From an optimization exercise on the open Yosys and OpenROAD flow, aimed at small area; shortcuts taken in it are not production practice. Only simulation tests tie the RTL to the original design; equivalence was not proved. Power figures rest on the tool's default switching activity, not on a simulated workload.

### design.v
module pdm_cic_bank (
    input  wire        clk,
    input  wire        rst,
    input  wire        ratio,       
    input  wire        bit_valid,
    input  wire [15:0] bits,
    output reg         out_valid,
    output wire [3:0]  out_ch,
    output wire [31:0] out_data
);
  localparam SW = 118;
  reg  [2:0]  phase;       
  reg         clr;         
  reg         act;         
  reg  [2:0]  acnt;
  reg  [15:0] blat;        
  reg  [4:0]  icur;        
  reg         fin;         
  reg         owait, ohalf;
  reg  [SW*8-1:0] ring_a, ring_b;
  wire [4:0] inext = ratio ? icur + 5'd1 : {1'b0, icur[3:0] + 4'd1};
  wire       shift = act && (icur == 5'd0);
  wire       ba = act && blat[{1'b0, phase}];
  wire       bb = act && blat[{1'b1, phase}];
  wire [5:0] cidx = {ratio, icur};
  wire [15:0] c0;
  assign c0[0] = 64'h3c3c3c3c00003c3c >> cidx;
  assign c0[1] = 64'h0ff00ff000000ff0 >> cidx;
  assign c0[2] = 64'h1b27e4d800001b27 >> cidx;
  assign c0[3] = 64'h097b216f0000097b >> cidx;
  assign c0[4] = 64'h01868c2300000186 >> cidx;
  assign c0[5] = 64'h0528f1a600000528 >> cidx;
  assign c0[6] = 64'h03fdb1b7000003fd >> cidx;
  assign c0[7] = 64'h00b8ae75000000b8 >> cidx;
  assign c0[8] = 64'h006fd3290000006f >> cidx;
  assign c0[9] = 64'h001af4ad0000001a >> cidx;
  assign c0[10] = 64'h0006587300000006 >> cidx;
  assign c0[11] = 64'h0001cabf00000001 >> cidx;
  assign c0[12] = 64'h0000399500000000 >> cidx;
  assign c0[13] = 64'h0000078c00000000 >> cidx;
  assign c0[14] = 64'h0000007c00000000 >> cidx;
  assign c0[15] = 64'h0000000300000000 >> cidx;
  wire [18:0] c1;
  assign c1[0] = 64'h0000000000000000 >> cidx;
  assign c1[1] = 64'h0000000000000000 >> cidx;
  assign c1[2] = 64'h3c3c3c3c0000c3c3 >> cidx;
  assign c1[3] = 64'hcc33cc3300003cc3 >> cidx;
  assign c1[4] = 64'h2424dbdb00008171 >> cidx;
  assign c1[5] = 64'h93c97b210000e702 >> cidx;
  assign c1[6] = 64'h1008fdad0000bdb7 >> cidx;
  assign c1[7] = 64'h566ab13a0000a51a >> cidx;
  assign c1[8] = 64'h93c987cb0000d409 >> cidx;
  assign c1[9] = 64'h2244b75a0000f1f8 >> cidx;
  assign c1[10] = 64'he007cd91000059f8 >> cidx;
  assign c1[11] = 64'h417d03480000cb52 >> cidx;
  assign c1[12] = 64'h80d600c7000038c9 >> cidx;
  assign c1[13] = 64'haa98003f000007c7 >> cidx;
  assign c1[14] = 64'h664aaaaa0000003f >> cidx;
  assign c1[15] = 64'he1c6666600000000 >> cidx;
  assign c1[16] = 64'h1fc1e1e100000000 >> cidx;
  assign c1[17] = 64'h003fe01f00000000 >> cidx;
  assign c1[18] = 64'h00001fff00000000 >> cidx;
  wire [19:0] c2;
  assign c2[0] = 64'h0000000000000000 >> cidx;
  assign c2[1] = 64'h3c3c3c3c00003c3c >> cidx;
  assign c2[2] = 64'h33cc33cc0000cc33 >> cidx;
  assign c2[3] = 64'he71818e700001818 >> cidx;
  assign c2[4] = 64'h36b81d6c000047e2 >> cidx;
  assign c2[5] = 64'h73c003ce000087e1 >> cidx;
  assign c2[6] = 64'h464ff2620000d18b >> cidx;
  assign c2[7] = 64'ha9aff59500006426 >> cidx;
  assign c2[8] = 64'hd029940b0000b5ad >> cidx;
  assign c2[9] = 64'h756c36ae00002814 >> cidx;
  assign c2[10] = 64'hbfddbbfd0000342c >> cidx;
  assign c2[11] = 64'h2ee00774000093c9 >> cidx;
  assign c2[12] = 64'hca0bd05300008ff1 >> cidx;
  assign c2[13] = 64'hf3581acf00008001 >> cidx;
  assign c2[14] = 64'ha9381c9500008001 >> cidx;
  assign c2[15] = 64'h6707e0e600007ffe >> cidx;
  assign c2[16] = 64'he0ffff0700000000 >> cidx;
  assign c2[17] = 64'he000000700000000 >> cidx;
  assign c2[18] = 64'he000000700000000 >> cidx;
  assign c2[19] = 64'h1ffffff800000000 >> cidx;
  wire [18:0] c3;
  assign c3[0] = 64'h0000000000000000 >> cidx;
  assign c3[1] = 64'h0000000000000000 >> cidx;
  assign c3[2] = 64'h3c3c3c3c0000c3c3 >> cidx;
  assign c3[3] = 64'hcc33cc330000c33c >> cidx;
  assign c3[4] = 64'hdbdb242400008e81 >> cidx;
  assign c3[5] = 64'h84de93c9000040e7 >> cidx;
  assign c3[6] = 64'hb5bf10080000edbd >> cidx;
  assign c3[7] = 64'h5c8d566a000058a5 >> cidx;
  assign c3[8] = 64'hd3e193c90000902b >> cidx;
  assign c3[9] = 64'h5aed224400001f8f >> cidx;
  assign c3[10] = 64'h89b3e00700001f9a >> cidx;
  assign c3[11] = 64'h12c0be8200004ad3 >> cidx;
  assign c3[12] = 64'he3006b010000931c >> cidx;
  assign c3[13] = 64'hfc0019550000e3e0 >> cidx;
  assign c3[14] = 64'h555552660000fc00 >> cidx;
  assign c3[15] = 64'h6666638700000000 >> cidx;
  assign c3[16] = 64'h878783f800000000 >> cidx;
  assign c3[17] = 64'hf807fc0000000000 >> cidx;
  assign c3[18] = 64'hfff8000000000000 >> cidx;
  wire [15:0] c4;
  assign c4[0] = 64'h3c3c3c3c00003c3c >> cidx;
  assign c4[1] = 64'h0ff00ff000000ff0 >> cidx;
  assign c4[2] = 64'h1b27e4d80000e4d8 >> cidx;
  assign c4[3] = 64'hf684de900000de90 >> cidx;
  assign c4[4] = 64'hc431618000006180 >> cidx;
  assign c4[5] = 64'h658f14a0000014a0 >> cidx;
  assign c4[6] = 64'hed8dbfc00000bfc0 >> cidx;
  assign c4[7] = 64'hae751d0000001d00 >> cidx;
  assign c4[8] = 64'h94cbf6000000f600 >> cidx;
  assign c4[9] = 64'hb52f580000005800 >> cidx;
  assign c4[10] = 64'hce1a600000006000 >> cidx;
  assign c4[11] = 64'hfd53800000008000 >> cidx;
  assign c4[12] = 64'ha99c000000000000 >> cidx;
  assign c4[13] = 64'h31e0000000000000 >> cidx;
  assign c4[14] = 64'h3e00000000000000 >> cidx;
  assign c4[15] = 64'hc000000000000000 >> cidx;
  wire [SW-1:0] head_a = ring_a[SW-1:0];
  wire [SW-1:0] head_b = ring_b[SW-1:0];
  wire [SW-1:0] new_a, new_b;
  wire [25:0] base_a0 = clr ? (ratio ? 26'd0 : 26'd0) : shift ? {1'd0, head_a[50:26]} : head_a[25:0];
  assign new_a[25:0] = base_a0 + (ba ? c0 : 16'd0);
  wire [24:0] base_a1 = clr ? (ratio ? 25'd16588720 : 25'd516536) : shift ? head_a[75:51] : head_a[50:26];
  assign new_a[50:26] = base_a1 + (ba ? c1 : 19'd0);
  wire [24:0] base_a2 = clr ? (ratio ? 25'd12507632 : 25'd374552) : shift ? {2'd0, head_a[98:76]} : head_a[75:51];
  assign new_a[75:51] = base_a2 + (ba ? c2 : 20'd0);
  wire [22:0] base_a3 = clr ? (ratio ? 23'd3308816 : 23'd89768) : shift ? {4'd0, head_a[117:99]} : head_a[98:76];
  assign new_a[98:76] = base_a3 + (ba ? c3 : 19'd0);
  wire [18:0] base_a4 = clr ? (ratio ? 19'd100688 : 19'd2184) : shift ? 19'd0 : head_a[117:99];
  assign new_a[117:99] = base_a4 + (ba ? c4 : 16'd0);
  wire [25:0] base_b0 = clr ? (ratio ? 26'd0 : 26'd0) : shift ? {1'd0, head_b[50:26]} : head_b[25:0];
  assign new_b[25:0] = base_b0 + (bb ? c0 : 16'd0);
  wire [24:0] base_b1 = clr ? (ratio ? 25'd16588720 : 25'd516536) : shift ? head_b[75:51] : head_b[50:26];
  assign new_b[50:26] = base_b1 + (bb ? c1 : 19'd0);
  wire [24:0] base_b2 = clr ? (ratio ? 25'd12507632 : 25'd374552) : shift ? {2'd0, head_b[98:76]} : head_b[75:51];
  assign new_b[75:51] = base_b2 + (bb ? c2 : 20'd0);
  wire [22:0] base_b3 = clr ? (ratio ? 23'd3308816 : 23'd89768) : shift ? {4'd0, head_b[117:99]} : head_b[98:76];
  assign new_b[98:76] = base_b3 + (bb ? c3 : 19'd0);
  wire [18:0] base_b4 = clr ? (ratio ? 19'd100688 : 19'd2184) : shift ? 19'd0 : head_b[117:99];
  assign new_b[117:99] = base_b4 + (bb ? c4 : 16'd0);
  always @(posedge clk) begin
    ring_a <= {new_a, ring_a[SW*8-1:SW]};
    ring_b <= {new_b, ring_b[SW*8-1:SW]};
    if (bit_valid) blat <= bits;
    if (rst) begin
      phase <= 3'd0;
      clr   <= 1'b1;
      act   <= 1'b0;
      acnt  <= 3'd0;
      icur  <= {ratio, 4'd13};
      fin   <= 1'b0;
      owait <= 1'b0;
      ohalf <= 1'b0;
      out_valid <= 1'b0;
    end else begin
      phase <= phase + 3'd1;
      if (phase == 3'd7) clr <= 1'b0;
      if (act && acnt == 3'd7) act <= 1'b0;
      if (act && acnt == 3'd6 && fin) owait <= 1'b1;
      acnt <= acnt + 3'd1;
      if (bit_valid) begin
        act  <= 1'b1;
        acnt <= 3'd0;
        icur <= inext;
        fin  <= (inext == {ratio, 4'd13});
      end
      if (phase == 3'd7) begin
        if (out_valid) begin
          if (ohalf) out_valid <= 1'b0;
          ohalf <= ~ohalf;
        end else if (owait) begin
          owait <= 1'b0;
          out_valid <= 1'b1;
        end
      end
    end
  end
  wire [25:0] u0 = ohalf ? head_b[25:0] : head_a[25:0];
  wire [31:0] us = ratio ? {3'd0, u0, 3'd0} : {3'd0, u0[20:0], 8'd0};
  assign out_data = us - 32'h0800_0000;
  assign out_ch   = {ohalf, phase};
endmodule
### run.sh
#!/bin/bash
# synth_recipe.tcl (not shown) runs the flow's synth.tcl, then flattens the netlist and writes it again
# the make line also repeats each setting of config.mk as NAME=value (left out here)
make -C /OpenROAD-flow-scripts/flow DESIGN_CONFIG=/design/flow/config.mk WORK_HOME=/design/flow/orfs CLKGATE_MAP_FILE= SYNTH_SCRIPT=/design/flow/synth_recipe.tcl finish
### config.mk
export PLATFORM = sky130hd
export DESIGN_NAME = pdm_cic_bank
export DESIGN_NICKNAME = pdm_cic_bank
export VERILOG_FILES = /design/flow/design.v
export SDC_FILE = /design/flow/constraint.sdc
export NUM_CORES = 4
export LEC_CHECK = 0
export CAP_MARGIN = 20
export CORE_MARGIN = 2
export CORE_UTILIZATION = 40
export SLEW_MARGIN = 20
### constraint.sdc
create_clock -name core_clock -period 20.0 [get_ports {clk}]
set_input_delay 4.0000 -clock core_clock [delete_from_list [all_inputs] [get_ports {clk}]]
set_output_delay 4.0000 -clock core_clock [all_outputs]
set_load 0.01 [all_outputs]
==> notes.md, run 1 <==
# TYPE chip_impl_metric gauge
chip_impl_metric{name="fillCellCount",unit=""} 12300
chip_impl_metric{name="worst_slew_margin_rel",unit=""} 0.271
chip_impl_metric{name="number_of_antenna_violations_at_the_first_check_in_global_routing",unit=""} 2
chip_impl_metric{name="power.static_leakage",unit="nW"} 26.5
chip_impl_info{name="setup.worst_path.start_class",value="input port"} 1
chip_impl_metric{name="clock_tree_buf_depth",unit=""} 3
chip_impl_metric{name="timing.final.max_slew_violations",unit=""} 0
chip_impl_info{name="hold_path_end",value="ring_b[229]"} 1
chip_impl_metric{name="total_nets_final",unit=""} 4980
chip_impl_metric{name="drive_above_1_share",unit=""} 0.0885
chip_impl_metric{name="netlist-cell-type-count",unit=""} 92
chip_impl_metric{name="arrival",unit="ns"} 5.85
chip_impl_metric{name="post-route-period-util",unit=""} 0.493
chip_impl_metric{name="drt-total-wl",unit="mm"} 124
chip_impl_metric{name="cts.sink_count",unit=""} 1921
chip_impl_metric{name="post_drt_via_cell_ratio",unit=""} 4.85
chip_impl_metric{name="detailedRoute.firstIterationViolations",unit=""} 2223
chip_impl_metric{name="pin_count",unit=""} 57
chip_impl_metric{name="die-width",unit="µm"} 376
chip_impl_info{name="clockRootBuffer",value="clkbuf_16"} 1
chip_impl_metric{name="setup-tns-final",unit="ns"} 0
chip_impl_info{name="synth_area_leader_cell",value="dfxtp_1"} 1
chip_impl_metric{name="regArea",unit="µm²"} 38600
chip_impl_metric{name="crit_path_max_fanout",unit=""} 45
chip_impl_info{name="outcome",value="no timing/DRC/antenna violations"} 1
chip_impl_info{name="kind_of_cell_adding_the_most_delay_to_the_critical_path",value="buffers and inverters"} 1
chip_impl_info{name="cts_tree",value="done"} 1
chip_impl_info{name="crit_path_cell_trace",value="buf_4, buf_4, mux4_2, clkdlybuf4s50_1"} 1
chip_impl_info{name="worst_hold_startpoint",value="ring_b[347]"} 1
chip_impl_info{name="timing.critical_path.to_type",value="output pin"} 1
chip_impl_metric{name="grt-ovfl-total",unit=""} 0
chip_impl_info{name="critPathMostFrequentCell",value="buf_4"} 1
chip_impl_metric{name="syn_to_final_growth",unit="%"} 15.8
chip_impl_info{name="hp-class",value="register to register"} 1
chip_impl_metric{name="maximum_number_of_pins_on_one_net_before_global_route_repair",unit=""} 97
chip_impl_metric{name="synth.yosys.warnings",unit=""} 1
chip_impl_metric{name="synth-seq-cells",unit=""} 1921
chip_impl_info{name="critical-path-slowest-cell",value="buf_4"} 1
chip_impl_metric{name="ys_async_sr_fraction",unit=""} 0
chip_impl_metric{name="fin_area",unit="µm²"} 64000
chip_impl_metric{name="r2r.worst_path.cells",unit=""} 20
chip_impl_metric{name="grt_pass1_vias",unit=""} 31700
chip_impl_metric{name="initial_core_util",unit=""} 0.403
chip_impl_metric{name="path_buf_inv",unit=""} 3
chip_impl_metric{name="core",unit="µm²"} 137000
chip_impl_metric{name="multi_input_area",unit="µm²"} 15700
chip_impl_metric{name="min_period",unit="ns"} 9.85
chip_impl_info{name="regToRegStartpoint",value="icur[0]"} 1
chip_impl_metric{name="reg2reg_setup_slack",unit="ns"} 13.86
chip_impl_metric{name="fin_skew",unit="ns"} 0.0653
chip_impl_metric{name="max_cap_violations",unit=""} 0
chip_impl_metric{name="first_pass_grt_wire_length",unit="mm"} 187
chip_impl_metric{name="num_vias",unit=""} 32400
chip_impl_metric{name="final_hold_viol_count",unit=""} 0
chip_impl_metric{name="postCtsSetupRepairBufs",unit=""} 0
chip_impl_metric{name="fin_hold_ws",unit="ns"} 0.273
chip_impl_metric{name="synth_area",unit="µm²"} 55300
chip_impl_metric{name="vdd_drop_max",unit="µV"} 86.9
chip_impl_metric{name="clk_pin_slew_worst_paths",unit="ns"} 0.06
chip_impl_metric{name="f_max",unit="MHz"} 101
chip_impl_metric{name="count_of_final_setup_violators",unit=""} 0
chip_impl_metric{name="syn_avg_cell_area",unit="µm²"} 11.9
chip_impl_info{name="synth_flop_cell",value="dfxtp_1"} 1
chip_impl_info{name="rsz0062_at_grt",value="false"} 1
chip_impl_metric{name="drt.antenna.violating_nets",unit=""} 0
chip_impl_metric{name="finalNonFillerCells",unit=""} 6684
chip_impl_metric{name="row_count",unit=""} 136
chip_impl_metric{name="die_height",unit="µm"} 376
chip_impl_metric{name="max_slew.worst_pin.slew",unit="ns"} 1.08
chip_impl_metric{name="drc",unit=""} 0
chip_impl_info{name="critical_path.reg2reg.endpoint",value="ring_b[870]"} 1
chip_impl_metric{name="num_antenna_cells",unit=""} 0
chip_impl_metric{name="gp_congestion",unit=""} 0.879
chip_impl_metric{name="cts_buffers",unit=""} 175
chip_impl_metric{name="htree_num_levels",unit=""} 4
chip_impl_metric{name="cts_resized",unit=""} 0
chip_impl_info{name="synth_area_leaders",value="dfxtp_1, ha_1, nand2_1, a21oi_1, nor2_1"} 1
chip_impl_metric{name="cp_data_required_time",unit="ns"} 16.00
chip_impl_metric{name="postSynthCellCount",unit=""} 4650
chip_impl_metric{name="grt.total_usage",unit=""} 0.175
chip_impl_metric{name="placedCellCount",unit=""} 6363
chip_impl_metric{name="dp_hpwl",unit="mm"} 85.3
chip_impl_metric{name="synth_top_cell_area_share",unit=""} 0.689
chip_impl_metric{name="first_pass_iters",unit=""} 5
chip_impl_info{name="timing_worst_setup_path_type",value="input port to output pin"} 1
chip_impl_metric{name="cts_hold_buffers",unit=""} 0
chip_impl_metric{name="die-area",unit="µm²"} 141000
chip_impl_metric{name="ys_seq_area_frac",unit=""} 0.699
chip_impl_metric{name="worst_skew_pair.late_latency",unit="ns"} 0.81
chip_impl_metric{name="worst_hold_path.num_cells",unit=""} 0
chip_impl_metric{name="power_density",unit="nW/µm²"} 131
chip_impl_metric{name="average_detailed_routed_wire_length_per_instance",unit="µm"} 18.6
chip_impl_metric{name="placement.io_buffers",unit=""} 53
chip_impl_metric{name="cpPeakStageDelay",unit="ns"} 0.60
chip_impl_metric{name="synth_edf_count",unit=""} 17
chip_impl_metric{name="post_dp_cell_area",unit="µm²"} 57700
==> metrics by stage <==
stage / util / worst slack, ns / power, mW
5_1_grt: 0.466 / 10.05 / 8.70
3_3_place_gp: 0.420 / 10.13 / 4.94
3_5_place_dp: 0.420 / 10.10 / 4.96
6_report: 0.466 / 10.15 / 8.38
4_1_cts: 0.466 / 10.11 / 8.46
2_1_floorplan: - / 10.20 / 4.73
==> cell usage after synthesis, types with 23 or more instances <==
cell type     n
xnor2_1     125
buf_2        24
nand3_1      82
xor2_1       55
nor2_1      323
o21ai_0     149
dfxtp_1    1904
nor3_1       54
nor2b_1      55
buf_1        29
nand2b_1     27
and3_1       36
a31oi_1      98
mux2i_1      23
a21oi_1     255
nand2_1     560
mux4_2       27
ha_1        204
o21a_1       28
a21o_1       58
clkbuf_1    121
inv_1        70
==> layer usage <==
metal,GRT usage,vias to the layer above,part of all wire
met5,0,-,0.00023
met4,0.0814,4,0.039
met3,0.0339,263,0.053
met2,0.278,844,0.45
met1,0.230,15400,0.46
li1,-,15900,-
==> cells in the final DEF (no fill, tap or decap), drive strengths merged, types with 17 or more instances in the layout <==
| master | netlist | layout |
|---|---|---|
| clkdlybuf4s50 | 0 | 52 |
| a21o | 58 | 58 |
| mux2i | 23 | 23 |
| a211oi | 23 | 23 |
| bufinv | 0 | 23 |
| xor2 | 55 | 55 |
| nor2b | 55 | 55 |
| nand4 | 18 | 18 |
| nand2 | 560 | 560 |
| nand3 | 82 | 82 |
| dfxtp | 1904 | 1904 |
| o211ai | 17 | 17 |
| buf | 59 | 45 |
| o21bai | 19 | 19 |
| a21oi | 267 | 267 |
| o22ai | 20 | 20 |
| xnor2 | 125 | 125 |
| nand2b | 27 | 27 |
| and3 | 36 | 36 |
| edfxtp | 17 | 17 |
| clkinv | 4 | 44 |
| o21ai | 166 | 166 |
| nor2 | 324 | 324 |
| o21a | 28 | 28 |
| a31oi | 99 | 99 |
| ha | 204 | 204 |
| mux4 | 27 | 27 |
| inv | 70 | 79 |
| clkbuf | 121 | 238 |
| nor3 | 54 | 54 |
==> worst reg2reg max path: cells and delay by family (launching register included) <==
kind,cells,cell delay (ns)
buffers and inverters,5,2.15
adders and majority gates,3,0.86
DFF,1,0.32
AOI/OAI and AO/OA,7,1.51
muxes,1,0.21
and+or+nand+nor,4,1.03
==> kinds of logic after synthesis <==
logic type / synth area share
other: 0.0000678
and+or+nand+nor: 0.0957
adders and majority gates: 0.0498
muxes: 0.0158
DFF: 0.699
buffers and inverters: 0.0182
AOI/OAI and AO/OA: 0.0934
xor gates and xnor gates: 0.0285
==> flip-flops by register name (all words and copies together), names as in the netlist, 3 cells and up <==
signal	flops
ring_a	944
phase	3
blat	16
acnt	3
icur	5
ring_b	944
==> cell type report <==
class	count	share of cell area
clock inverter	83	0.0205
multi-input combinational	2477	0.245
tap	1794	0.0351
timing repair buffer	97	0.0134
sequential	1921	0.603
clock buffer	238	0.0779
inverter	74	0.00438
==> worst max path at each step <==
stage | from | to | cells past startpoint
final | ratio | out_data[23] | 4
after floorplan | ratio | out_data[30] | 7
after detailed placement | ratio | out_data[23] | 4
after global routing | ratio | out_data[23] | 4
after CTS | ratio | out_data[23] | 4
after global placement | ratio | out_data[25] | 4
==> power breakdown <==
group	leakage [nW]	switching, mW	total, mW	internal, mW
Sequential	15.9	0.121	4.38	4.26
Clock	3.05	1.42	3.49	2.07
Combinational	7.55	0.335	0.502	0.167
==> run 2: changes to the inputs <==
--- a/design.v
+++ b/design.v
@@ -122,25 +122,25 @@
   wire [SW-1:0] head_b = ring_b[SW-1:0];
   wire [SW-1:0] new_a, new_b;
   wire [25:0] base_a0 = clr ? (ratio ? 26'd0 : 26'd0) : shift ? {1'd0, head_a[50:26]} : head_a[25:0];
-  assign new_a[25:0] = base_a0 + (ba ? c0 : 16'd0);
+  cic_rca #(.W(26), .C(16)) u_add_a0 (.a(base_a0), .b(ba ? c0 : 16'd0), .s(new_a[25:0]));
   wire [24:0] base_a1 = clr ? (ratio ? 25'd16588720 : 25'd516536) : shift ? head_a[75:51] : head_a[50:26];
-  assign new_a[50:26] = base_a1 + (ba ? c1 : 19'd0);
+  cic_rca #(.W(25), .C(19)) u_add_a1 (.a(base_a1), .b(ba ? c1 : 19'd0), .s(new_a[50:26]));
   wire [24:0] base_a2 = clr ? (ratio ? 25'd12507632 : 25'd374552) : shift ? {2'd0, head_a[98:76]} : head_a[75:51];
-  assign new_a[75:51] = base_a2 + (ba ? c2 : 20'd0);
+  cic_rca #(.W(25), .C(20)) u_add_a2 (.a(base_a2), .b(ba ? c2 : 20'd0), .s(new_a[75:51]));
   wire [22:0] base_a3 = clr ? (ratio ? 23'd3308816 : 23'd89768) : shift ? {4'd0, head_a[117:99]} : head_a[98:76];
-  assign new_a[98:76] = base_a3 + (ba ? c3 : 19'd0);
+  cic_rca #(.W(23), .C(19)) u_add_a3 (.a(base_a3), .b(ba ? c3 : 19'd0), .s(new_a[98:76]));
   wire [18:0] base_a4 = clr ? (ratio ? 19'd100688 : 19'd2184) : shift ? 19'd0 : head_a[117:99];
-  assign new_a[117:99] = base_a4 + (ba ? c4 : 16'd0);
+  cic_rca #(.W(19), .C(16)) u_add_a4 (.a(base_a4), .b(ba ? c4 : 16'd0), .s(new_a[117:99]));
   wire [25:0] base_b0 = clr ? (ratio ? 26'd0 : 26'd0) : shift ? {1'd0, head_b[50:26]} : head_b[25:0];
-  assign new_b[25:0] = base_b0 + (bb ? c0 : 16'd0);
+  cic_rca #(.W(26), .C(16)) u_add_b0 (.a(base_b0), .b(bb ? c0 : 16'd0), .s(new_b[25:0]));
   wire [24:0] base_b1 = clr ? (ratio ? 25'd16588720 : 25'd516536) : shift ? head_b[75:51] : head_b[50:26];
-  assign new_b[50:26] = base_b1 + (bb ? c1 : 19'd0);
+  cic_rca #(.W(25), .C(19)) u_add_b1 (.a(base_b1), .b(bb ? c1 : 19'd0), .s(new_b[50:26]));
   wire [24:0] base_b2 = clr ? (ratio ? 25'd12507632 : 25'd374552) : shift ? {2'd0, head_b[98:76]} : head_b[75:51];
-  assign new_b[75:51] = base_b2 + (bb ? c2 : 20'd0);
+  cic_rca #(.W(25), .C(20)) u_add_b2 (.a(base_b2), .b(bb ? c2 : 20'd0), .s(new_b[75:51]));
   wire [22:0] base_b3 = clr ? (ratio ? 23'd3308816 : 23'd89768) : shift ? {4'd0, head_b[117:99]} : head_b[98:76];
-  assign new_b[98:76] = base_b3 + (bb ? c3 : 19'd0);
+  cic_rca #(.W(23), .C(19)) u_add_b3 (.a(base_b3), .b(bb ? c3 : 19'd0), .s(new_b[98:76]));
   wire [18:0] base_b4 = clr ? (ratio ? 19'd100688 : 19'd2184) : shift ? 19'd0 : head_b[117:99];
-  assign new_b[117:99] = base_b4 + (bb ? c4 : 16'd0);
+  cic_rca #(.W(19), .C(16)) u_add_b4 (.a(base_b4), .b(bb ? c4 : 16'd0), .s(new_b[117:99]));
   always @(posedge clk) begin
     ring_a <= {new_a, ring_a[SW*8-1:SW]};
     ring_b <= {new_b, ring_b[SW*8-1:SW]};
@@ -183,3 +183,23 @@
   assign out_data = us - 32'h0800_0000;
   assign out_ch   = {ohalf, phase};
 endmodule
+module cic_rca #(parameter W = 8, parameter C = 4) (
+    input  wire [W-1:0] a,
+    input  wire [C-1:0] b,
+    output wire [W-1:0] s
+);
+  wire [W:0] c;
+  assign c[0] = 1'b0;
+  genvar k;
+  generate
+    for (k = 0; k < W; k = k + 1) begin : g_bit
+      if (k < C) begin : g_fa
+        assign s[k]   = a[k] ^ b[k] ^ c[k];
+        assign c[k+1] = (a[k] & b[k]) | (c[k] & (a[k] ^ b[k]));
+      end else begin : g_ha
+        assign s[k]   = a[k] ^ c[k];
+        assign c[k+1] = a[k] & c[k];
+      end
+    end
+  endgenerate
+endmodule
--- a/config.mk
+++ b/config.mk
@@ -5,7 +5,10 @@
 export SDC_FILE = /design/flow/constraint.sdc
 export NUM_CORES = 4
 export LEC_CHECK = 0
+export ABC_AREA = 1
 export CAP_MARGIN = 20
 export CORE_MARGIN = 2
 export CORE_UTILIZATION = 40
+export CTS_BUF_LIST = sky130_fd_sc_hd__clkbuf_4
+export CTS_CLUSTER_SIZE = 30
 export SLEW_MARGIN = 20
==> notes.md, run 2 <==
# TYPE chip_impl_metric gauge
chip_impl_info{name="outcome",value="no timing/DRC/antenna violations"} 1
chip_impl_metric{name="postCtsSetupRepairBufs",unit=""} 0
chip_impl_info{name="synth_area_leaders",value="dfxtp_1, fa_1, nand2_1, inv_1, ha_1"} 1
chip_impl_metric{name="num_vias",unit=""} 28500
chip_impl_metric{name="worst_slew_margin_rel",unit=""} 0.346
chip_impl_info{name="combinational_family_with_the_most_area_after_synthesis",value="simple AND/OR/NAND/NOR gates"} 1
chip_impl_info{name="cts_tree",value="done"} 1
chip_impl_info{name="rsz0062_at_grt",value="false"} 1
chip_impl_metric{name="postSynthCellCount",unit=""} 4140
chip_impl_info{name="critical-path-slowest-cell",value="fa_1"} 1
chip_impl_metric{name="min_period",unit="ns"} 12.68
chip_impl_metric{name="synth-seq-cells",unit=""} 1921
chip_impl_metric{name="grt_pass1_vias",unit=""} 28800
chip_impl_metric{name="drive_above_1_share",unit=""} 0.155
chip_impl_metric{name="crit_path_max_fanout",unit=""} 33
chip_impl_metric{name="netSwitchingFraction",unit=""} 0.229
chip_impl_metric{name="ys_async_sr_fraction",unit=""} 0
chip_impl_metric{name="compound_gate_portion_of_the_synthesized_area",unit=""} 0.0373
chip_impl_metric{name="finalNonFillerCells",unit=""} 6505
chip_impl_metric{name="die-area",unit="µm²"} 131000
chip_impl_metric{name="number_of_antenna_violations_at_the_first_check_in_global_routing",unit=""} 3
chip_impl_metric{name="fin_total_pwr",unit="mW"} 7.90
chip_impl_metric{name="netlist-cell-type-count",unit=""} 37
chip_impl_metric{name="maximum_number_of_pins_on_one_net_before_global_route_repair",unit=""} 70
chip_impl_metric{name="final_util",unit=""} 0.463
chip_impl_metric{name="clk_pin_slew_worst_paths",unit="ns"} 0.07
chip_impl_metric{name="die_height",unit="µm"} 362
chip_impl_metric{name="f_max",unit="MHz"} 78.8
chip_impl_info{name="layout.cells.most_common",value="dfxtp_1"} 1
chip_impl_info{name="clockRootBuffer",value="clkbuf_4"} 1
chip_impl_metric{name="comb_power_share",unit=""} 0.055
chip_impl_metric{name="share_seq_of_total_power",unit=""} 0.579
chip_impl_info{name="critPathMostFrequentCell",value="fa_1"} 1
chip_impl_metric{name="final_hold_viol_count",unit=""} 0
chip_impl_metric{name="gp_congestion",unit=""} 0.933
chip_impl_metric{name="sw_pwr",unit="mW"} 1.81
chip_impl_info{name="setup.worst_path.start_class",value="input port"} 1
chip_impl_metric{name="yosys-mux-area-fraction",unit=""} 0.00273
chip_impl_metric{name="timing.final.max_slew_violations",unit=""} 0
chip_impl_metric{name="die-width",unit="µm"} 362
chip_impl_metric{name="first_pass_iters",unit=""} 5
chip_impl_metric{name="setup-tns-final",unit="ns"} 0
chip_impl_metric{name="clock_power_share",unit=""} 0.365
chip_impl_metric{name="cpPeakStageDelay",unit="ns"} 0.50
chip_impl_metric{name="drc",unit=""} 0
chip_impl_metric{name="clock_tree_buf_depth",unit=""} 4
chip_impl_info{name="top_regs",value="ring_a x944, ring_b x944, blat x16"} 1
chip_impl_metric{name="dp_hpwl",unit="mm"} 79.1
chip_impl_metric{name="cts_buffers",unit=""} 442
chip_impl_metric{name="average_detailed_routed_wire_length_per_instance",unit="µm"} 17.6
chip_impl_metric{name="ys_seq_area_frac",unit=""} 0.752
chip_impl_metric{name="syn_avg_cell_area",unit="µm²"} 12.4
chip_impl_metric{name="synth_xor_xnor_area_share",unit=""} 0.00205
chip_impl_metric{name="placement.io_buffers",unit=""} 53
chip_impl_metric{name="synth_area",unit="µm²"} 51400
chip_impl_metric{name="placedCellCount",unit=""} 5747
chip_impl_info{name="timing_worst_setup_path_type",value="input port to register"} 1
chip_impl_metric{name="post_drt_via_cell_ratio",unit=""} 4.37
chip_impl_metric{name="grt-ovfl-total",unit=""} 0
chip_impl_info{name="synth_area_leader_cell",value="dfxtp_1"} 1
chip_impl_metric{name="max_cap_violations",unit=""} 0
chip_impl_metric{name="row_count",unit=""} 131
chip_impl_metric{name="cts_resized",unit=""} 0
chip_impl_metric{name="cts_hold_buffers",unit=""} 0
chip_impl_metric{name="drt.antenna.violating_nets",unit=""} 0
chip_impl_metric{name="synth_edf_count",unit=""} 17
chip_impl_info{name="hp-class",value="register to register"} 1
chip_impl_metric{name="initial_core_util",unit=""} 0.403
chip_impl_metric{name="worst_skew_pair.late_latency",unit="ns"} 1.25
chip_impl_metric{name="synth.yosys.warnings",unit=""} 1
chip_impl_metric{name="core",unit="µm²"} 128000
chip_impl_metric{name="post-route-period-util",unit=""} 0.634
chip_impl_metric{name="synth_top_cell_area_share",unit=""} 0.742
chip_impl_metric{name="htree_num_levels",unit=""} 5
chip_impl_metric{name="vdd_drop_max",unit="µV"} 57.8
chip_impl_metric{name="pin_count",unit=""} 57
chip_impl_info{name="timing.critical_path.to_type",value="register"} 1
chip_impl_metric{name="max_slew.worst_pin.slew",unit="ns"} 0.980
chip_impl_info{name="most_frequent_cell_after_synthesis",value="dfxtp_1"} 1
chip_impl_metric{name="yosys.area_share.simple",unit=""} 0.0855
chip_impl_info{name="post_synth_most_frequent_cells",value="dfxtp_1, nand2_1, inv_1"} 1
chip_impl_metric{name="power.static_leakage",unit="nW"} 25.3
chip_impl_metric{name="synth_adder_area_share",unit=""} 0.0828
chip_impl_metric{name="arrival",unit="ns"} 13.77
chip_impl_metric{name="drt-total-wl",unit="mm"} 114
chip_impl_metric{name="grt.total_usage",unit=""} 0.176
chip_impl_metric{name="detailedRoute.firstIterationViolations",unit=""} 1662
chip_impl_metric{name="first_pass_grt_wire_length",unit="mm"} 171
chip_impl_metric{name="fillCellCount",unit=""} 11700
chip_impl_metric{name="syn_to_final_growth",unit="%"} 15.0
chip_impl_metric{name="power_report.internal_total",unit="mW"} 6.10
chip_impl_metric{name="count_of_final_setup_violators",unit=""} 0
chip_impl_info{name="synth_flop_cell",value="dfxtp_1"} 1
chip_impl_metric{name="cp_data_required_time",unit="ns"} 21.09
chip_impl_metric{name="power_density",unit="nW/µm²"} 134
chip_impl_metric{name="fin_skew",unit="ns"} 0.129
chip_impl_metric{name="cts.sink_count",unit=""} 1921
chip_impl_info{name="leading_cell_types_in_the_layout_fill_and_taps_excluded",value="dfxtp_1, nand2_1, clkbuf_4, inv_1, nor2_1"} 1
chip_impl_metric{name="total_nets_final",unit=""} 4793
[run 2: worst paths after layout]
check / from / to / slack, ns / cells after the start
worst max-delay path: ratio / ring_a[901] / 7.32 / 35
worst min-delay path: ring_b[190] / ring_b[72] / 0.22 / 0
worst max register to register: icur[1] / ring_a[901] / 8.28 / 33
worst min register to register: ring_b[190] / ring_b[72] / 0.22 / 0
[run 2: layout make-up]
cell class / instances / area (µm²) / share of cell area
inverter: 331 / 1240 / 0.0211
multi-input combinational: 1742 / 10800 / 0.183
timing repair buffer: 91 / 811 / 0.0137
sequential: 1921 / 38600 / 0.654
antenna: 4 / 10.0 / 0.000169
tap: 1662 / 2080 / 0.0352
clock buffer: 668 / 5010 / 0.0849
clock inverter: 86 / 444 / 0.00752
[run 2: cell families (layout without fill, tap and decap cells)]
family          after synthesis  after routing
mux                          14             14
other cells                   1              7
flops                      1921           1921
simple gates               1098           1098
xor+xnor                     12             12
fa+ha+maj                   244            244
buf+inv                     479           1176
compound gates              371            371
[run 2: layer usage]
layer | global-route usage | vias to the layer above | part of all wire
met5 | 0 | - | 0
met4 | 0.0870 | 0 | 0.029
met1 | 0.236 | 13500 | 0.47
met2 | 0.267 | 779 | 0.44
li1 | - | 13900 | -
met3 | 0.0421 | 176 | 0.055
[run 2: worst max-delay path, delay by kind of cell]
family / cells / cell delay, ns
fa+ha+maj: 23 / 7.67
simple gates: 3 / 0.53
xor+xnor: 1 / 0.12
buf+inv: 8 / 1.43
[run 2: power by group through the flow]
stage	Sequential, mW	Combinational, mW	Clock [mW]
6_report	4.58	0.437	2.89
5_1_grt	4.63	0.482	3.21
4_1_cts	4.59	0.434	3.01
3_5_place_dp	4.67	0.430	0
3_3_place_gp	4.64	0.432	0
2_1_floorplan	4.59	0.249	0
[run 2: per-stage QoR]
stage / hold WS [ns] / setup slack (ns) / instance area, µm²
2_1_floorplan: 0.310 / 7.97 / 51400
3_3_place_gp: 0.310 / 6.26 / 53600
3_5_place_dp: 0.312 / 6.16 / 53600
4_1_cts: 0.200 / 7.56 / 59000
5_1_grt: 0.220 / 7.11 / 59100
6_report: 0.222 / 7.32 / 59100
==> run 3: changes to the inputs <==
--- a/config.mk
+++ b/config.mk
@@ -9,6 +9,4 @@
 export CAP_MARGIN = 20
 export CORE_MARGIN = 2
 export CORE_UTILIZATION = 40
-export CTS_BUF_LIST = sky130_fd_sc_hd__clkbuf_4
-export CTS_CLUSTER_SIZE = 30
 export SLEW_MARGIN = 20
==> notes.md, run 3 <==
# TYPE chip_impl_metric gauge
chip_impl_info{name="timing.critical_path.to_type",value="register"} 1
chip_impl_metric{name="yosys.area_share.simple",unit=""} 0.0855
chip_impl_metric{name="netlist-cell-type-count",unit=""} 37
chip_impl_metric{name="max_cap_violations",unit=""} 0
chip_impl_info{name="clockRootBuffer",value="clkbuf_16"} 1
chip_impl_metric{name="postSynthCellCount",unit=""} 4140
chip_impl_metric{name="drt.antenna.violating_nets",unit=""} 0
chip_impl_metric{name="setup-tns-final",unit="ns"} 0
chip_impl_metric{name="drc",unit=""} 0
chip_impl_metric{name="reg2reg_setup_slack",unit="ns"} 8.30
chip_impl_metric{name="count_of_final_setup_violators",unit=""} 0
chip_impl_metric{name="die-width",unit="µm"} 362
chip_impl_metric{name="synth_xor_xnor_area_share",unit=""} 0.00205
chip_impl_metric{name="drive_above_1_share",unit=""} 0.0784
chip_impl_metric{name="timing.final.max_slew_violations",unit=""} 0
chip_impl_metric{name="compound_gate_portion_of_the_synthesized_area",unit=""} 0.0373
chip_impl_metric{name="total_nets_final",unit=""} 4523
chip_impl_metric{name="drt-total-wl",unit="mm"} 114
chip_impl_metric{name="cpPeakStageDelay",unit="ns"} 0.50
chip_impl_metric{name="row_count",unit=""} 131
chip_impl_info{name="combinational_family_with_the_most_area_after_synthesis",value="simple AND/OR/NAND/NOR gates"} 1
chip_impl_metric{name="f_max",unit="MHz"} 76.4
chip_impl_metric{name="min_period",unit="ns"} 13.08
chip_impl_metric{name="worst_skew_pair.late_latency",unit="ns"} 0.81
chip_impl_metric{name="dp_hpwl",unit="mm"} 79.1
chip_impl_metric{name="number_of_antenna_violations_at_the_first_check_in_global_routing",unit=""} 2
chip_impl_metric{name="synth_adder_area_share",unit=""} 0.0828
chip_impl_info{name="synth_flop_cell",value="dfxtp_1"} 1
chip_impl_metric{name="placement.io_buffers",unit=""} 53
chip_impl_metric{name="post_drt_via_cell_ratio",unit=""} 4.46
chip_impl_metric{name="arrival",unit="ns"} 13.81
chip_impl_metric{name="multi_input_area",unit="µm²"} 10800
chip_impl_metric{name="grt-ovfl-total",unit=""} 0
chip_impl_info{name="setup.worst_path.start_class",value="input port"} 1
chip_impl_metric{name="postCtsSetupRepairBufs",unit=""} 0
chip_impl_metric{name="regArea",unit="µm²"} 38600
chip_impl_metric{name="average_detailed_routed_wire_length_per_instance",unit="µm"} 18.7
chip_impl_info{name="timing_worst_setup_path_type",value="input port to register"} 1
chip_impl_metric{name="vdd_drop_max",unit="µV"} 72.7
chip_impl_info{name="rsz0062_at_grt",value="false"} 1
chip_impl_metric{name="fin_skew",unit="ns"} 0.0578
chip_impl_metric{name="pin_count",unit=""} 57
chip_impl_metric{name="fillCellCount",unit=""} 11400
chip_impl_info{name="synth_area_leader_cell",value="dfxtp_1"} 1
chip_impl_metric{name="detailedRoute.firstIterationViolations",unit=""} 1907
chip_impl_info{name="critPathMostFrequentCell",value="fa_1"} 1
chip_impl_metric{name="post_dp_cell_area",unit="µm²"} 53600
chip_impl_metric{name="yosys-mux-area-fraction",unit=""} 0.00273
chip_impl_metric{name="grt_pass1_vias",unit=""} 26600
chip_impl_metric{name="clock_tree_buf_depth",unit=""} 3
chip_impl_metric{name="syn_avg_cell_area",unit="µm²"} 12.4
chip_impl_metric{name="fin_hold_ws",unit="ns"} 0.289
chip_impl_info{name="top_regs",value="ring_a x944, ring_b x944, blat x16"} 1
chip_impl_info{name="hp-class",value="register to register"} 1
chip_impl_info{name="most_frequent_cell_after_synthesis",value="dfxtp_1"} 1
chip_impl_metric{name="worst_slew_margin_rel",unit=""} 0.391
chip_impl_metric{name="synth_edf_count",unit=""} 17
chip_impl_metric{name="maximum_number_of_pins_on_one_net_before_global_route_repair",unit=""} 70
chip_impl_metric{name="crit_path_max_fanout",unit=""} 33
chip_impl_metric{name="post-route-period-util",unit=""} 0.654
chip_impl_metric{name="synth_top_cell_area_share",unit=""} 0.742
chip_impl_metric{name="die-area",unit="µm²"} 131000
chip_impl_info{name="critical-path-slowest-cell",value="fa_1"} 1
chip_impl_metric{name="cp_data_required_time",unit="ns"} 20.72
chip_impl_metric{name="fin_area",unit="µm²"} 59600
chip_impl_metric{name="gp_congestion",unit=""} 0.933
chip_impl_info{name="synth_area_leaders",value="dfxtp_1, fa_1, nand2_1, inv_1, ha_1"} 1
chip_impl_metric{name="num_vias",unit=""} 27000
chip_impl_metric{name="cts_buffers",unit=""} 172
chip_impl_metric{name="finalNonFillerCells",unit=""} 6062
chip_impl_info{name="layout.cells.most_common",value="dfxtp_1"} 1
chip_impl_metric{name="htree_num_levels",unit=""} 4
chip_impl_metric{name="num_antenna_cells",unit=""} 0
chip_impl_metric{name="power_density",unit="nW/µm²"} 141
chip_impl_metric{name="synth.yosys.warnings",unit=""} 1
chip_impl_metric{name="fin_total_pwr",unit="mW"} 8.39
chip_impl_metric{name="power.static_leakage",unit="nW"} 25.0
chip_impl_metric{name="core",unit="µm²"} 128000
chip_impl_metric{name="ys_seq_area_frac",unit=""} 0.752
chip_impl_metric{name="cts_hold_buffers",unit=""} 0
chip_impl_metric{name="place_ws",unit="ns"} 6.16
chip_impl_metric{name="max_slew.worst_pin.slew",unit="ns"} 0.912
chip_impl_metric{name="ys_async_sr_fraction",unit=""} 0
chip_impl_metric{name="cts.sink_count",unit=""} 1921
chip_impl_metric{name="final_critical_path_setup_slack",unit="ns"} 6.92
chip_impl_metric{name="initial_core_util",unit=""} 0.403
chip_impl_metric{name="clk_pin_slew_worst_paths",unit="ns"} 0.06
chip_impl_metric{name="die_height",unit="µm"} 362
chip_impl_metric{name="placedCellCount",unit=""} 5747
chip_impl_metric{name="first_pass_iters",unit=""} 5
chip_impl_metric{name="cts_resized",unit=""} 0
chip_impl_metric{name="grt.total_usage",unit=""} 0.174
chip_impl_info{name="outcome",value="no timing/DRC/antenna violations"} 1
chip_impl_info{name="post_synth_most_frequent_cells",value="dfxtp_1, nand2_1, inv_1"} 1
chip_impl_info{name="leading_cell_types_in_the_layout_fill_and_taps_excluded",value="dfxtp_1, nand2_1, inv_1, nor2_1, o21ai_0"} 1
chip_impl_metric{name="final_hold_viol_count",unit=""} 0
chip_impl_metric{name="syn_to_final_growth",unit="%"} 16.1
chip_impl_metric{name="synth_area",unit="µm²"} 51400
chip_impl_metric{name="first_pass_grt_wire_length",unit="mm"} 168
chip_impl_metric{name="synth-seq-cells",unit=""} 1921
chip_impl_info{name="cts_tree",value="done"} 1
chip_impl_metric{name="final_util",unit=""} 0.468
-- run 3: cell counts after synthesis --
Identical to the previous run, type by type.
-- run 3: area by class of cell --
cell class	count	share of cell area
Sequential cell	1921	0.648
Multi-Input combinational cell	1742	0.181
Clock buffer	228	0.0809
Tap cell	1662	0.0349
Inverter	331	0.0209
Clock inverter	87	0.0207
Timing Repair Buffer	91	0.0136
-- run 3: cells by family after synthesis --
logic type	count (synthesis)
other	1
flip-flops	1921
XOR/XNOR	12
buffers and inverters	479
multiplexers	14
AO/OA/AOI/OAI	371
AND/OR/NAND/NOR	1098
adder cells (fa/ha/maj)	244
-- run 3: power breakdown --
part | internal (mW) | switching, mW
logic | 0.125 | 0.314
registers | 4.42 | 0.161
clock network | 1.97 | 1.40
-- run 3: critical path: cells and delay by family --
family,cells,cell delay [ns]
adders and majority gates,23,7.67
buffers and inverters,8,1.44
xor gates and xnor gates,1,0.12
and+or+nand+nor,3,0.54
-- run 3: path summary, 6_finish.rpt --
check | startpoint | end | depth (start not counted)
worst min register to register | ring_b[908] | ring_b[790] | 0
worst max register to register | icur[1] | ring_a[851] | 34
worst min-delay path | ring_b[908] | ring_b[790] | 0
worst max-delay path | ratio | ring_a[901] | 35
-- run 3: layer usage --
metal	track usage	wire length, µm	vias to the layer above
li1	-	-	13100
met1	0.241	53900	13000
met2	0.264	49200	734
met3	0.0384	6740	207
met4	0.0718	3810	2
met5	0	12	-
==> run 4: changes to the inputs <==
--- a/design.v
+++ b/design.v
@@ -8,7 +8,7 @@
     output wire [3:0]  out_ch,
     output wire [31:0] out_data
 );
-  localparam SW = 118;
+  localparam SW = 117;
   reg  [2:0]  phase;       
   reg         clr;         
   reg         act;         
@@ -121,26 +121,26 @@
   wire [SW-1:0] head_a = ring_a[SW-1:0];
   wire [SW-1:0] head_b = ring_b[SW-1:0];
   wire [SW-1:0] new_a, new_b;
-  wire [25:0] base_a0 = clr ? (ratio ? 26'd0 : 26'd0) : shift ? {1'd0, head_a[50:26]} : head_a[25:0];
-  cic_rca #(.W(26), .C(16)) u_add_a0 (.a(base_a0), .b(ba ? c0 : 16'd0), .s(new_a[25:0]));
-  wire [24:0] base_a1 = clr ? (ratio ? 25'd16588720 : 25'd516536) : shift ? head_a[75:51] : head_a[50:26];
-  cic_rca #(.W(25), .C(19)) u_add_a1 (.a(base_a1), .b(ba ? c1 : 19'd0), .s(new_a[50:26]));
-  wire [24:0] base_a2 = clr ? (ratio ? 25'd12507632 : 25'd374552) : shift ? {2'd0, head_a[98:76]} : head_a[75:51];
-  cic_rca #(.W(25), .C(20)) u_add_a2 (.a(base_a2), .b(ba ? c2 : 20'd0), .s(new_a[75:51]));
-  wire [22:0] base_a3 = clr ? (ratio ? 23'd3308816 : 23'd89768) : shift ? {4'd0, head_a[117:99]} : head_a[98:76];
-  cic_rca #(.W(23), .C(19)) u_add_a3 (.a(base_a3), .b(ba ? c3 : 19'd0), .s(new_a[98:76]));
-  wire [18:0] base_a4 = clr ? (ratio ? 19'd100688 : 19'd2184) : shift ? 19'd0 : head_a[117:99];
-  cic_rca #(.W(19), .C(16)) u_add_a4 (.a(base_a4), .b(ba ? c4 : 16'd0), .s(new_a[117:99]));
-  wire [25:0] base_b0 = clr ? (ratio ? 26'd0 : 26'd0) : shift ? {1'd0, head_b[50:26]} : head_b[25:0];
-  cic_rca #(.W(26), .C(16)) u_add_b0 (.a(base_b0), .b(bb ? c0 : 16'd0), .s(new_b[25:0]));
-  wire [24:0] base_b1 = clr ? (ratio ? 25'd16588720 : 25'd516536) : shift ? head_b[75:51] : head_b[50:26];
-  cic_rca #(.W(25), .C(19)) u_add_b1 (.a(base_b1), .b(bb ? c1 : 19'd0), .s(new_b[50:26]));
-  wire [24:0] base_b2 = clr ? (ratio ? 25'd12507632 : 25'd374552) : shift ? {2'd0, head_b[98:76]} : head_b[75:51];
-  cic_rca #(.W(25), .C(20)) u_add_b2 (.a(base_b2), .b(bb ? c2 : 20'd0), .s(new_b[75:51]));
-  wire [22:0] base_b3 = clr ? (ratio ? 23'd3308816 : 23'd89768) : shift ? {4'd0, head_b[117:99]} : head_b[98:76];
-  cic_rca #(.W(23), .C(19)) u_add_b3 (.a(base_b3), .b(bb ? c3 : 19'd0), .s(new_b[98:76]));
-  wire [18:0] base_b4 = clr ? (ratio ? 19'd100688 : 19'd2184) : shift ? 19'd0 : head_b[117:99];
-  cic_rca #(.W(19), .C(16)) u_add_b4 (.a(base_b4), .b(bb ? c4 : 16'd0), .s(new_b[117:99]));
+  wire [24:0] base_a0 = clr ? (ratio ? 25'd0 : 25'd0) : shift ? head_a[49:25] : head_a[24:0];
+  cic_rca #(.W(25), .C(16)) u_add_a0 (.a(base_a0), .b(ba ? c0 : 16'd0), .s(new_a[24:0]));
+  wire [24:0] base_a1 = clr ? (ratio ? 25'd16588720 : 25'd516536) : shift ? head_a[74:50] : head_a[49:25];
+  cic_rca #(.W(25), .C(19)) u_add_a1 (.a(base_a1), .b(ba ? c1 : 19'd0), .s(new_a[49:25]));
+  wire [24:0] base_a2 = clr ? (ratio ? 25'd12507632 : 25'd374552) : shift ? {2'd0, head_a[97:75]} : head_a[74:50];
+  cic_rca #(.W(25), .C(20)) u_add_a2 (.a(base_a2), .b(ba ? c2 : 20'd0), .s(new_a[74:50]));
+  wire [22:0] base_a3 = clr ? (ratio ? 23'd3308816 : 23'd89768) : shift ? {4'd0, head_a[116:98]} : head_a[97:75];
+  cic_rca #(.W(23), .C(19)) u_add_a3 (.a(base_a3), .b(ba ? c3 : 19'd0), .s(new_a[97:75]));
+  wire [18:0] base_a4 = clr ? (ratio ? 19'd100688 : 19'd2184) : shift ? 19'd0 : head_a[116:98];
+  cic_rca #(.W(19), .C(16)) u_add_a4 (.a(base_a4), .b(ba ? c4 : 16'd0), .s(new_a[116:98]));
+  wire [24:0] base_b0 = clr ? (ratio ? 25'd0 : 25'd0) : shift ? head_b[49:25] : head_b[24:0];
+  cic_rca #(.W(25), .C(16)) u_add_b0 (.a(base_b0), .b(bb ? c0 : 16'd0), .s(new_b[24:0]));
+  wire [24:0] base_b1 = clr ? (ratio ? 25'd16588720 : 25'd516536) : shift ? head_b[74:50] : head_b[49:25];
+  cic_rca #(.W(25), .C(19)) u_add_b1 (.a(base_b1), .b(bb ? c1 : 19'd0), .s(new_b[49:25]));
+  wire [24:0] base_b2 = clr ? (ratio ? 25'd12507632 : 25'd374552) : shift ? {2'd0, head_b[97:75]} : head_b[74:50];
+  cic_rca #(.W(25), .C(20)) u_add_b2 (.a(base_b2), .b(bb ? c2 : 20'd0), .s(new_b[74:50]));
+  wire [22:0] base_b3 = clr ? (ratio ? 23'd3308816 : 23'd89768) : shift ? {4'd0, head_b[116:98]} : head_b[97:75];
+  cic_rca #(.W(23), .C(19)) u_add_b3 (.a(base_b3), .b(bb ? c3 : 19'd0), .s(new_b[97:75]));
+  wire [18:0] base_b4 = clr ? (ratio ? 19'd100688 : 19'd2184) : shift ? 19'd0 : head_b[116:98];
+  cic_rca #(.W(19), .C(16)) u_add_b4 (.a(base_b4), .b(bb ? c4 : 16'd0), .s(new_b[116:98]));
   always @(posedge clk) begin
     ring_a <= {new_a, ring_a[SW*8-1:SW]};
     ring_b <= {new_b, ring_b[SW*8-1:SW]};
@@ -178,8 +178,10 @@
       end
     end
   end
-  wire [25:0] u0 = ohalf ? head_b[25:0] : head_a[25:0];
-  wire [31:0] us = ratio ? {3'd0, u0, 3'd0} : {3'd0, u0[20:0], 8'd0};
+  wire [SW-1:0] head_o = ohalf ? head_b : head_a;
+  wire [24:0] u0l = head_o[24:0];
+  wire        u0h = ratio && (u0l == 25'd0) && head_o[49];
+  wire [31:0] us = ratio ? {3'd0, u0h, u0l, 3'd0} : {3'd0, u0l[20:0], 8'd0};
   assign out_data = us - 32'h0800_0000;
   assign out_ch   = {ohalf, phase};
 endmodule
--- a/config.mk
+++ b/config.mk
@@ -8,5 +8,8 @@
 export ABC_AREA = 1
 export CAP_MARGIN = 20
 export CORE_MARGIN = 2
-export CORE_UTILIZATION = 40
+export CORE_UTILIZATION = 60
+export CTS_BUF_LIST = sky130_fd_sc_hd__clkbuf_16
+export CTS_CLUSTER_DIAMETER = 100
+export CTS_CLUSTER_SIZE = 30
 export SLEW_MARGIN = 20
==> notes.md, run 4 <==
# TYPE chip_impl_metric gauge
chip_impl_metric{name="synth_edf_count",unit=""} 17
chip_impl_metric{name="dp_hpwl",unit="mm"} 73.3
chip_impl_metric{name="synth.yosys.warnings",unit=""} 1
chip_impl_metric{name="f_max",unit="MHz"} 75.9
chip_impl_metric{name="post_drt_via_cell_ratio",unit=""} 4.90
chip_impl_metric{name="die_height",unit="µm"} 296
chip_impl_metric{name="worst_skew_pair.late_latency",unit="ns"} 0.66
chip_impl_metric{name="grt_pass1_vias",unit=""} 25200
chip_impl_metric{name="post-route-period-util",unit=""} 0.659
chip_impl_info{name="most_frequent_cell_after_synthesis",value="dfxtp_1"} 1
chip_impl_info{name="critPathMostFrequentCell",value="fa_1"} 1
chip_impl_metric{name="setup-tns-final",unit="ns"} 0
chip_impl_metric{name="synth-seq-cells",unit=""} 1905
chip_impl_info{name="timing_worst_setup_path_type",value="input port to register"} 1
chip_impl_metric{name="fin_total_pwr",unit="mW"} 6.65
chip_impl_metric{name="cts_buffers",unit=""} 73
chip_impl_metric{name="cts_resized",unit=""} 0
chip_impl_info{name="leading_cell_types_in_the_layout_fill_and_taps_excluded",value="dfxtp_1, nand2_1, inv_1, o21ai_0, nor2_1"} 1
chip_impl_metric{name="syn_to_final_growth",unit="%"} 6.85
chip_impl_metric{name="die-width",unit="µm"} 296
chip_impl_metric{name="grt.total_usage",unit=""} 0.244
chip_impl_metric{name="ys_seq_area_frac",unit=""} 0.750
chip_impl_metric{name="min_period",unit="ns"} 13.18
chip_impl_metric{name="cts.sink_count",unit=""} 1905
chip_impl_metric{name="die-area",unit="µm²"} 87500
chip_impl_info{name="layout.cells.most_common",value="dfxtp_1"} 1
chip_impl_metric{name="crit_cells",unit=""} 34
chip_impl_info{name="critical_path.endpoint",value="ring_b[893]"} 1
chip_impl_info{name="top_regs",value="ring_a x936, ring_b x936, blat x16"} 1
chip_impl_metric{name="synth_top_cell_area_share",unit=""} 0.740
chip_impl_metric{name="drt.antenna.violating_nets",unit=""} 0
chip_impl_metric{name="first_pass_grt_wire_length",unit="mm"} 156
chip_impl_metric{name="power_density",unit="nW/µm²"} 122
chip_impl_metric{name="count_of_final_setup_violators",unit=""} 0
chip_impl_metric{name="drt-total-wl",unit="mm"} 105
chip_impl_info{name="synth_flop_cell",value="dfxtp_1"} 1
chip_impl_metric{name="timing.final.max_slew_violations",unit=""} 0
chip_impl_metric{name="r2r.worst_path.cells",unit=""} 37
chip_impl_metric{name="synth_area",unit="µm²"} 51100
chip_impl_metric{name="syn_avg_cell_area",unit="µm²"} 12.4
chip_impl_metric{name="detailedRoute.firstIterationViolations",unit=""} 1765
chip_impl_metric{name="num_vias",unit=""} 25900
chip_impl_metric{name="drc",unit=""} 0
chip_impl_metric{name="postCtsSetupRepairBufs",unit=""} 0
chip_impl_info{name="critical_path.reg2reg.endpoint",value="ring_b[893]"} 1
chip_impl_info{name="outcome",value="no timing/DRC/antenna violations"} 1
chip_impl_info{name="cts_tree",value="done"} 1
chip_impl_metric{name="clk_pin_slew_worst_paths",unit="ns"} 0.10
chip_impl_metric{name="row_count",unit=""} 107
chip_impl_info{name="rsz0062_at_grt",value="false"} 1
chip_impl_metric{name="drive_above_1_share",unit=""} 0.0340
chip_impl_info{name="synth_area_leader_cell",value="dfxtp_1"} 1
chip_impl_metric{name="postSynthCellCount",unit=""} 4114
chip_impl_info{name="clockRootBuffer",value="clkbuf_16"} 1
chip_impl_metric{name="multi_input_area",unit="µm²"} 10700
chip_impl_metric{name="vdd_drop_max",unit="µV"} 91.6
chip_impl_info{name="synth_area_leaders",value="dfxtp_1, fa_1, nand2_1, inv_1, o21ai_0"} 1
chip_impl_info{name="setup.worst_path.start_class",value="input port"} 1
chip_impl_metric{name="gp_congestion",unit=""} 0.973
chip_impl_metric{name="fin_skew",unit="ns"} 0.0283
chip_impl_metric{name="maximum_number_of_pins_on_one_net_before_global_route_repair",unit=""} 140
chip_impl_metric{name="arrival",unit="ns"} 13.77
chip_impl_metric{name="cpPeakStageDelay",unit="ns"} 0.58
chip_impl_metric{name="fillCellCount",unit=""} 6567
chip_impl_metric{name="htree_num_levels",unit=""} 3
chip_impl_info{name="critical-path-slowest-cell",value="buf_4"} 1
chip_impl_metric{name="initial_core_util",unit=""} 0.603
chip_impl_metric{name="worst_slew_margin_rel",unit=""} 0.319
chip_impl_metric{name="average_detailed_routed_wire_length_per_instance",unit="µm"} 19.8
chip_impl_metric{name="final_hold_viol_count",unit=""} 0
chip_impl_info{name="kind_of_cell_adding_the_most_delay_to_the_critical_path",value="adder cells"} 1
chip_impl_info{name="crit_path_start",value="ratio"} 1
chip_impl_metric{name="max_slew.worst_pin.slew",unit="ns"} 1.01
chip_impl_metric{name="core",unit="µm²"} 84700
chip_impl_info{name="regToRegStartpoint",value="icur[1]"} 1
chip_impl_metric{name="pin_count",unit=""} 57
chip_impl_metric{name="cp_data_required_time",unit="ns"} 20.59
chip_impl_metric{name="num_antenna_cells",unit=""} 0
chip_impl_metric{name="number_of_antenna_violations_at_the_first_check_in_global_routing",unit=""} 3
chip_impl_metric{name="power.static_leakage",unit="nW"} 22.8
chip_impl_metric{name="cts_hold_buffers",unit=""} 0
chip_impl_metric{name="crit_path_max_fanout",unit=""} 39
chip_impl_info{name="timing.critical_path.to_type",value="register"} 1
chip_impl_metric{name="ys_async_sr_fraction",unit=""} 0
chip_impl_metric{name="max_cap_violations",unit=""} 0
chip_impl_metric{name="first_pass_iters",unit=""} 6
chip_impl_metric{name="path_buf_inv",unit=""} 7
chip_impl_metric{name="total_nets_final",unit=""} 4400
chip_impl_metric{name="netlist-cell-type-count",unit=""} 37
chip_impl_metric{name="reg2reg_setup_slack",unit="ns"} 9.38
chip_impl_metric{name="regArea",unit="µm²"} 38300
chip_impl_info{name="hp-class",value="register to register"} 1
chip_impl_metric{name="placement.io_buffers",unit=""} 53
chip_impl_metric{name="clock_tree_buf_depth",unit=""} 3
chip_impl_info{name="post_synth_most_frequent_cells",value="dfxtp_1, nand2_1, inv_1"} 1
chip_impl_metric{name="grt-ovfl-total",unit=""} 0
run 4: changes by cell type after synthesis, sizes merged, moves of 5 or more:
cell / previous run / this run
o22ai: 3 / 8
nand3: 167 / 137
o211ai: 11 / 22
dfxtp: 1904 / 1888
clkbuf: 48 / 43
inv: 331 / 343
nand2: 707 / 670
o21ai: 202 / 235
nor2: 209 / 223
mux2i: 14 / 1
run 4: how the worst min path moves through the flow:
stage / slack [ns] / end / from / cells past startpoint
5_1_grt: 0.32 / ring_b[30] / ring_b[147] / 0
4_1_cts: 0.32 / ring_b[558] / ring_b[675] / 0
3_3_place_gp: 0.31 / ring_b[658] / ring_b[775] / 0
6_report: 0.31 / ring_b[707] / ring_b[824] / 0
2_1_floorplan: 0.31 / ring_a[0] / ring_a[117] / 0
3_5_place_dp: 0.31 / ring_b[6] / ring_b[123] / 0
run 4: report_power, final:
part           switching, mW  internal [mW]
Combinational          0.299          0.117
Sequential             0.143           4.36
Clock                   1.04          0.695
Total                   1.49           5.17
run 4: cell families (layout without fill, tap and decap cells):
logic type / Yosys count / count (layout) / share of synthesized area
xor+xnor: 13 / 13 / 0.00223
compound gates: 424 / 424 / 0.0436
simple gates: 1040 / 1040 / 0.0808
buf+inv: 488 / 518 / 0.0404
other cells: 1 / 3 / 0.0000734
fa+ha+maj: 242 / 242 / 0.0828
flops: 1905 / 1905 / 0.750
mux: 1 / 1 / 0.000196
run 4: final cells by class:
type,instances,area share
flip-flops and latches,1905,0.702
inverters,344,0.0238
multi-input cells,1723,0.196
clock inverters,7,0.00179
repair buffers,91,0.0151
well taps,1144,0.0262
clock buffers,76,0.0348
run 4: per-stage QoR:
step           area, µm²  hold WS (ns)  cells   util  setup slack, ns
2_1_floorplan      51100         0.310   4116      -             7.98
3_3_place_gp       52600         0.309   5207  0.620             6.34
3_5_place_dp       52600         0.312   5207  0.620             6.21
4_1_cts            54600         0.316   5290  0.644             6.92
5_1_grt            54600         0.318   5290  0.644             6.51
6_report           54600         0.313   5290  0.644             6.82
run 4: metal layers:
layer  track usage  vias to the layer above  part of all wire
met3        0.0438                      151             0.056
met2         0.361                      603              0.43
met1         0.365                    12400              0.49
li1              -                    12700                 -
met5             0                        -          0.000086
met4        0.0755                        2             0.029

[static timing again, ports no longer ideal]
No port has a modelled driver above. Below, the same layouts with a new extraction and two added sets of constraints. Step 1, drivers: a clkbuf_16 drives clk and a buf_2 each remaining input, both assumed. Step 2 adds t to the input delays and takes it off the output delays; t is the mean of the earliest and latest rising clock arrival at the registers after step 1. Input paths then give back, and output paths get back, about the clock's delay inside the block. Three values: ideal ports, drivers, drivers and shift; two values: the first two.
run | t (ns) | setup WS [ns] | hold WS [ns] | worst setup path at the end | latest minus earliest clock arrival (ns)
run 1 | 0.855 | 10.145 / 10.122 / 10.122 | 0.273 / 0.273 / 0.273 | input to output | 0.069 / 0.069
run 2 | 1.250 | 7.317 / 7.362 / 6.111 | 0.222 / 0.222 / 0.222 | input to register | 0.148 / 0.149
run 3 | 0.853 | 6.918 / 6.966 / 6.112 | 0.289 / 0.289 / 0.289 | input to register | 0.061 / 0.061
run 4 | 0.716 | 6.819 / 6.864 / 6.147 | 0.313 / 0.313 / 0.313 | input to register | 0.029 / 0.029
After both steps every run listed still meets setup and hold. The setup slack of run 2, which loses most, moves by +0.045 ns with the drivers and by -1.206 ns with both steps.
